This is an optimization exercise on Yosys and OpenROAD, whose aim is small area and few clock cycles, not a production implementation. Only simulation tests tie the RTL to the original design; equivalence was not proved. No activity file was given, so power comes from the tool's default toggle rates.

==> flow/design.v <==
module ks_ecc_enc (
    input  wire [7:0] d,
    output wire [4:0] k
);
    wire k0 = d[0] ^ d[1] ^ d[3] ^ d[4] ^ d[6];
    wire k1 = d[0] ^ d[2] ^ d[3] ^ d[5] ^ d[6];
    wire k2 = d[1] ^ d[2] ^ d[3] ^ d[7];
    wire k3 = d[4] ^ d[5] ^ d[6] ^ d[7];
    wire k4 = ^{d, k3, k2, k1, k0};
    assign k = {k4, k3, k2, k1, k0};
endmodule
module ks_ecc_dec (
    input  wire [7:0] d,
    input  wire [4:0] k,
    output reg  [7:0] q,
    output reg        ce,
    output reg        ue,
    output reg  [3:0] bit_no
);
    wire [4:0] kr;
    ks_ecc_enc u_enc (.d(d), .k(kr));
    wire [3:0] s = kr[3:0] ^ k[3:0];
    wire       e = ^{d, k};
    always @* begin
        q      = d;
        ce     = 1'b0;
        ue     = 1'b0;
        bit_no = 4'd0;
        if (s == 4'd0) begin
            if (e) begin
                ce     = 1'b1;
                bit_no = 4'd12;
            end
        end else if (!e) begin
            ue = 1'b1;
        end else begin
            ce = 1'b1;
            case (s)
                4'd1:  bit_no = 4'd8;
                4'd2:  bit_no = 4'd9;
                4'd3:  begin bit_no = 4'd0;  q[0] = ~d[0]; end
                4'd4:  bit_no = 4'd10;
                4'd5:  begin bit_no = 4'd1;  q[1] = ~d[1]; end
                4'd6:  begin bit_no = 4'd2;  q[2] = ~d[2]; end
                4'd7:  begin bit_no = 4'd3;  q[3] = ~d[3]; end
                4'd8:  bit_no = 4'd11;
                4'd9:  begin bit_no = 4'd4;  q[4] = ~d[4]; end
                4'd10: begin bit_no = 4'd5;  q[5] = ~d[5]; end
                4'd11: begin bit_no = 4'd6;  q[6] = ~d[6]; end
                4'd12: begin bit_no = 4'd7;  q[7] = ~d[7]; end
                default: begin ce = 1'b0; ue = 1'b1; end
            endcase
        end
        if (ue)
            q = 8'd0;
    end
endmodule
module ks_shim_tracker (
    input  wire        clk,
    input  wire        rst_n,
    input  wire        clr,
    input  wire        ev_valid,
    input  wire [15:0] ev_word,
    input  wire [3:0]  ev_byte,
    input  wire [3:0]  ev_bit,
    output reg         prom_valid,
    output reg  [15:0] prom_word
);
    localparam N = 16;
    reg          v   [0:N-1];
    reg          two [0:N-1];    
    reg  [23:0]  key [0:N-1];    
    wire [23:0] ev_key = {ev_word, ev_byte, ev_bit};
    reg        hit;
    reg  [3:0] hit_idx;
    reg        full;
    reg  [3:0] free_idx;
    reg        have_one;
    reg  [3:0] one_idx;
    integer i;
    always @* begin
        hit      = 1'b0;
        hit_idx  = 4'd0;
        full     = 1'b1;
        free_idx = 4'd0;
        have_one = 1'b0;
        one_idx  = 4'd0;
        for (i = N - 1; i >= 0; i = i - 1) begin
            if (v[i] && key[i] == ev_key) begin
                hit     = 1'b1;
                hit_idx = i[3:0];
            end
            if (!v[i]) begin
                full     = 1'b0;
                free_idx = i[3:0];
            end
            if (v[i] && !two[i]) begin
                have_one = 1'b1;
                one_idx  = i[3:0];
            end
        end
    end
    wire       promote = ev_valid && hit && two[hit_idx];
    wire       bump    = ev_valid && hit && !two[hit_idx];
    wire       evict   = ev_valid && !hit && full;
    wire       remove  = promote || evict;
    wire [3:0] rm_idx  = promote ? hit_idx : (have_one ? one_idx : 4'd0);
    wire       append  = ev_valid && !hit;
    always @(posedge clk) begin
        if (!rst_n || clr) begin
            for (i = 0; i < N; i = i + 1)
                v[i] <= 1'b0;
        end else if (remove) begin
            for (i = 0; i < N; i = i + 1) begin
                if (i >= rm_idx) begin
                    if (i == N - 1) begin
                        v[i]   <= append;
                        two[i] <= 1'b0;
                        key[i] <= ev_key;
                    end else begin
                        v[i]   <= v[i+1];
                        two[i] <= two[i+1];
                        key[i] <= key[i+1];
                    end
                end
            end
        end else if (bump) begin
            two[hit_idx] <= 1'b1;
        end else if (append) begin
            v[free_idx]   <= 1'b1;
            two[free_idx] <= 1'b0;
            key[free_idx] <= ev_key;
        end
    end
    always @(posedge clk) begin
        if (!rst_n) begin
            prom_valid <= 1'b0;
        end else begin
            prom_valid <= promote;
        end
        if (promote)
            prom_word <= ev_word;
    end
endmodule
module ks_shim_ecc (
    input  wire         clk,
    input  wire         rst_n,
    input  wire         req_valid,
    output wire         req_ready,
    input  wire         req_op,
    input  wire [15:0]  req_word,
    input  wire [127:0] req_data,
    input  wire [79:0]  req_chk,
    output reg          resp_valid,
    output reg  [127:0] resp_data,
    output reg  [15:0]  resp_ce,
    output reg  [15:0]  resp_ue,
    output wire         prom_valid,
    output wire [15:0]  prom_word,
    input  wire [127:0] enc_data,
    output wire [79:0]  enc_chk
);
    genvar g;
    generate
        for (g = 0; g < 16; g = g + 1) begin : g_enc
            ks_ecc_enc u_enc (.d(enc_data[8*g +: 8]), .k(enc_chk[5*g +: 5]));
        end
    endgenerate
    wire [127:0] dec_data;
    wire [15:0]  dec_ce;
    wire [15:0]  dec_ue;
    wire [63:0]  dec_bit;
    generate
        for (g = 0; g < 16; g = g + 1) begin : g_dec
            ks_ecc_dec u_dec (
                .d      (req_data[8*g +: 8]),
                .k      (req_chk[5*g +: 5]),
                .q      (dec_data[8*g +: 8]),
                .ce     (dec_ce[g]),
                .ue     (dec_ue[g]),
                .bit_no (dec_bit[4*g +: 4])
            );
        end
    endgenerate
    reg  [15:0] pend;
    reg  [63:0] pend_bit;
    reg  [15:0] pend_word;
    assign req_ready = (pend == 16'd0);
    wire accept  = req_valid && req_ready;
    wire do_read = accept && !req_op;
    wire do_wipe = accept && req_op;
    reg  [3:0] ev_byte;
    integer j;
    always @* begin
        ev_byte = 4'd0;
        for (j = 15; j >= 0; j = j - 1)
            if (pend[j])
                ev_byte = j[3:0];
    end
    wire ev_valid = (pend != 16'd0);
    always @(posedge clk) begin
        if (!rst_n) begin
            pend       <= 16'd0;
            resp_valid <= 1'b0;
        end else begin
            resp_valid <= do_read;
            if (do_read)
                pend <= dec_ce;
            else if (ev_valid)
                pend[ev_byte] <= 1'b0;
        end
        if (do_read) begin
            pend_bit  <= dec_bit;
            pend_word <= req_word;
            resp_data <= dec_data;
            resp_ce   <= dec_ce;
            resp_ue   <= dec_ue;
        end
    end
    ks_shim_tracker u_trk (
        .clk        (clk),
        .rst_n      (rst_n),
        .clr        (do_wipe),
        .ev_valid   (ev_valid),
        .ev_word    (pend_word),
        .ev_byte    (ev_byte),
        .ev_bit     (pend_bit[4*ev_byte +: 4]),
        .prom_valid (prom_valid),
        .prom_word  (prom_word)
    );
endmodule
==> flow/run.sh <==
#!/bin/bash
# synth_recipe.tcl (not shown) runs the flow's synth.tcl, then flattens the netlist and writes it again
# the make line also repeats each setting of config.mk as NAME=value (left out here)
make -C /OpenROAD-flow-scripts/flow DESIGN_CONFIG=/design/flow/config.mk WORK_HOME=/design/flow/orfs CLKGATE_MAP_FILE= SYNTH_SCRIPT=/design/flow/synth_recipe.tcl finish
==> flow/config.mk <==
export PLATFORM = sky130hd
export DESIGN_NAME = ks_shim_ecc
export DESIGN_NICKNAME = ks_shim_ecc
export VERILOG_FILES = /design/flow/design.v
export SDC_FILE = /design/flow/constraint.sdc
export NUM_CORES = 4
export LEC_CHECK = 0
export CAP_MARGIN = 20
export CORE_MARGIN = 2
export CORE_UTILIZATION = 40
export SLEW_MARGIN = 20
==> flow/constraint.sdc <==
create_clock -name core_clock -period 10.0 [get_ports {clk}]
set_input_delay 2.0000 -clock core_clock [delete_from_list [all_inputs] [get_ports {clk}]]
set_output_delay 2.0000 -clock core_clock [all_outputs]
set_load 0.01 [all_outputs]
==> run notes <==
## sequential cells by signal, summed over array words and instances (netlist names)
name              cells
u_trk.key           384
pend                 16
resp_valid            1
pend_word            16
resp_ce              16
u_trk.prom_valid      1
pend_bit             64
u_trk.v              16
u_trk.two            16
resp_data           128
u_trk.prom_word      16
resp_ue              16
## through the flow
stage	util (%)	worst slack (ns)	std cells	instance area (sq um)	hold slack [ns]
after global placement	46.4	1.41	6561	53700	0.550
after floorplan	-	0.0232	4655	46500	0.439
after detailed placement	46.4	1.11	6561	53700	0.562
final	48.9	1.16	6714	56600	0.566
after CTS	48.8	1.09	6711	56500	0.573
after global routing	48.9	0.599	6714	56600	0.598
## power groups by stage
stage,combinational (mW),clock (mW),sequential [mW]
finish,14.0,3.21,4.73
global route,15.1,3.37,4.79
CTS,13.9,3.27,4.74
detailed placement,13.8,0,4.78
global placement,13.7,0,4.78
floorplan,8.74,0,4.72
## area by class of cell
cell class	instances	area (sq um)
inverter	72	270
fill	10700	59200
sequential	690	20400
clock buffer	106	2340
antenna	3	7.51
multi-input combinational	3580	24300
timing repair buffer	695	6780
clock inverter	44	520
tap	1524	1910
## worst max path at each step
stage / from / to / slack [ns]
after floorplan: req_valid / pend[10] / 0.02
after global placement: pend[5] / u_trk.key[5][17] / 1.41
after detailed placement: pend[5] / u_trk.key[5][23] / 1.11
after CTS: pend[5] / u_trk.key[5][7] / 1.09
after global routing: pend[5] / u_trk.key[2][12] / 0.60
final: pend[5] / u_trk.key[2][12] / 1.16
## cells by family (layout without fill, tap and decap cells)
logic type | after synthesis | after routing | share of synthesized area [%]
DFF | 690 | 690 | 43.8
other | 0 | 3 | 0
buffers and inverters | 385 | 917 | 3.97
xor gates and xnor gates | 914 | 914 | 17.2
and+or+nand+nor | 1403 | 1403 | 14.7
muxes | 280 | 280 | 6.71
adders and majority gates | 6 | 6 | 0.151
AOI/OAI and AO/OA | 977 | 977 | 13.4
## metal layers
metal  part of all wire (%)  vias to the layer above  global-route usage [%]  routed length [microns]
met4                    3.3                        0                    8.04                     5100
met2                     47                     1523                    42.1                    73900
met3                    6.8                      237                    4.18                    10600
met5                      0                        -                       0                        0
li1                       -                    17800                       -                        -
met1                     43                    18500                    34.9                    67400
## critical path, cell delays in order (launching register included)
cell and delay (ns):
dfxtp_1 0.40, or3_1 0.46, o211ai_2 0.29, nand2_1 0.44, inv_2 0.73, a311oi_1 0.27, a311oi_4 0.81, buf_4 0.37
xnor2_1 0.18, or3b_4 0.19, a2bb2o_4 0.24, nor3b_1 0.59, and3_1 0.51, mux2i_1 0.24, mux2_2 0.17, o21a_1 0.18
o21a_1 0.75, mux2_4 0.41, nor4_2 0.47, or2_1 0.46, buf_4 0.33
## cells in the final DEF (no fill, tap or decap), types with 15 or more instances in the layout
| cell type | count |
|---|---|
| and2_1 | 26 |
| o211ai_1 | 29 |
| dfxtp_1 | 34 |
| nor2_1 | 287 |
| nor3_1 | 79 |
| a31oi_1 | 16 |
| mux2_2 | 236 |
| edfxtp_1 | 656 |
| xor2_1 | 286 |
| nand4_1 | 59 |
| nor4b_1 | 23 |
| or4_1 | 19 |
| nand2b_1 | 66 |
| clkbuf_16 | 89 |
| a211oi_1 | 26 |
| and3_1 | 16 |
| o22ai_1 | 28 |
| buf_4 | 78 |
| or2_2 | 21 |
| xnor2_1 | 625 |
| inv_1 | 64 |
| nor2b_1 | 23 |
| mux2i_1 | 40 |
| o31ai_1 | 79 |
| or3_1 | 25 |
| o41ai_1 | 31 |
| nand3_1 | 74 |
| a2111oi_0 | 15 |
| o21a_1 | 16 |
| a21boi_0 | 16 |
| a22oi_1 | 23 |
| a21oi_1 | 220 |
| nor4_1 | 48 |
| o21ai_0 | 342 |
| clkdlybuf4s50_1 | 614 |
| nand2_1 | 548 |
==> metrics.yaml <==
synthesis:
  synth_edf_count: 656
  async_flop_share_pct: 0
  ys_ff_latch: 690
  synthCells: 4655
  yosys.area.top_type: "edfxtp_1"
  ys_top_cells_by_area: "edfxtp_1 (42%), xnor2_1 (12%), mux2_2 (5.7%)"
  synth_warnings: 3
  ys_seq_area_share_pct: 43.8
  synthesis.area_sq_um: 46500
  yosysUniqueCellTypes: 114
  netlist_top_cells_count: "edfxtp_1 (656), xnor2_1 (628), nand2_1 (550), o21ai_0 (344), nor2_1 (289)"
  synth.top_cell.area_share_pct: 42.4
  yosys.cell_count.top_type: "edfxtp_1"
  avgSynthCellArea_sq_um: 9.99
  ys_dominant_reg_cell: "edfxtp_1"
  synthesis.nets: 5015
placed_design:
  place_hpwl_microns: 120000
  portBuffers: 614
  gp_congestion: 0.953
floorplan:
  die_area_sq_um: 119000
  fp.dieW_microns: 345
  io_pins: 615
  start_util_pct: 40.2
  rows: 125
  dieHeight_microns: 345
  core_sq_um: 116000
global_route:
  grt-ovfl-total: 0
  track_usage_pct: 25.7
  grt_pass1_wl_microns: 233000
  grt_pass1_vias: 36500
  grt_antenna_before_repair: 3
  grt_max_degree: 171
power_and_ir_drop:
  netSwitchingFraction_pct: 49.7
  p_leak_nw: 19.0
  powerDensity_nw_per_um2: 388
  comb_power_share_pct: 63.8
  p_clk_share_pct: 14.6
  pwr-share-seq_pct: 21.6
  internal_power_mw: 11.0
  power_switching_mw: 10.9
  ir_drop_mv: 0.544
  p_total_mw: 22.0
clocking:
  ctsHoldBuffers: 0
  postCtsSetupBuffers: 0
  cts_made_buffers: 82
  cts_tree: "done"
  cts.path.max_buffers: 3
  cts_root_buf: "clkbuf_16"
  cts_resized: 0
  path_clk_slew_ns: 0.06
  cts.sinks: 690
  insertion_delay_ns: 0.66
  htreeDepth: 3
route:
  drt-initial-drc-count: 3840
  vias: 38000
  drc_errors: 0
  wire_per_inst_microns: 23.4
  first_pass_iters: 6
  drt-vias-per-instance: 5.67
  ant_nets: 0
  routed_wl_microns: 157000
timing:
  slew_headroom_pct: 24.0
  slew_viol_final: 0
  rsz0062_at_grt: "no"
  fmaxAchievable_ghz: 0.113
  tns_ns: 0
  fin_skew_ns: 0.0285
  finalHoldViolCount: 0
  worst-slew-pin-transition_ns: 1.11
  setup_viol: 0
  fin_crit_sh_pct: 88.4
  fin_crit_ns: 8.84
critical_path:
  cp.required_ns: 10.34
  cp-end-kind: "flop"
  r2r_cells: 20
  critPathMaxFanout: 39
  criticalPathCategory: "reg2reg"
  reg2reg_from: "pend[5]"
  crit_path_start_kind: "flop"
  rr_endpoint: "u_trk.key[2][12]"
  reg2reg_setup_slack_ns: 1.16
  worst_ep_arrival_time_ns: 9.18
layout:
  drive_gt1_share_pct: 10.6
  area_growth_pct: 21.7
  nNetsFinal: 5481
run_status:
  outcome: "no timing/DRC/antenna violations"
worst_hold_path:
  holdPathEnd: "u_trk.key[5][4]"
  hold_path_depth: 2
  hp-start: "u_trk.key[6][4]"
  hold_class: "reg2reg"
flow_run:
  maxCapViolCount: 0
Testbench counts, summed over its fixed seeds: cycles 36,789.

afterwards: timing with drivers on the ports:
No port has a modelled driver above. Below, the same layout with a new extraction and two added sets of constraints. Step 1 assumes that a clkbuf_16 drives the clock port and a buf_2 every other input. Step 2 adds t to the input delays and takes it off the output delays; t is the mean of the earliest and latest rising clock arrival at the registers after step 1. Input paths then give back, and output paths get back, about the clock's delay inside the block. Slacks: no drivers / after step 1 / after step 2; pairs: no drivers / after step 1.
shift t [ns]: 0.714
setup slack, ns: 1.158 / 1.158 / 1.158
worst setup path at the end: register to register
After both steps setup and hold are still met in this run. The setup slack of this run moves by 0.000 ns with the drivers and by 0.000 ns with both steps.
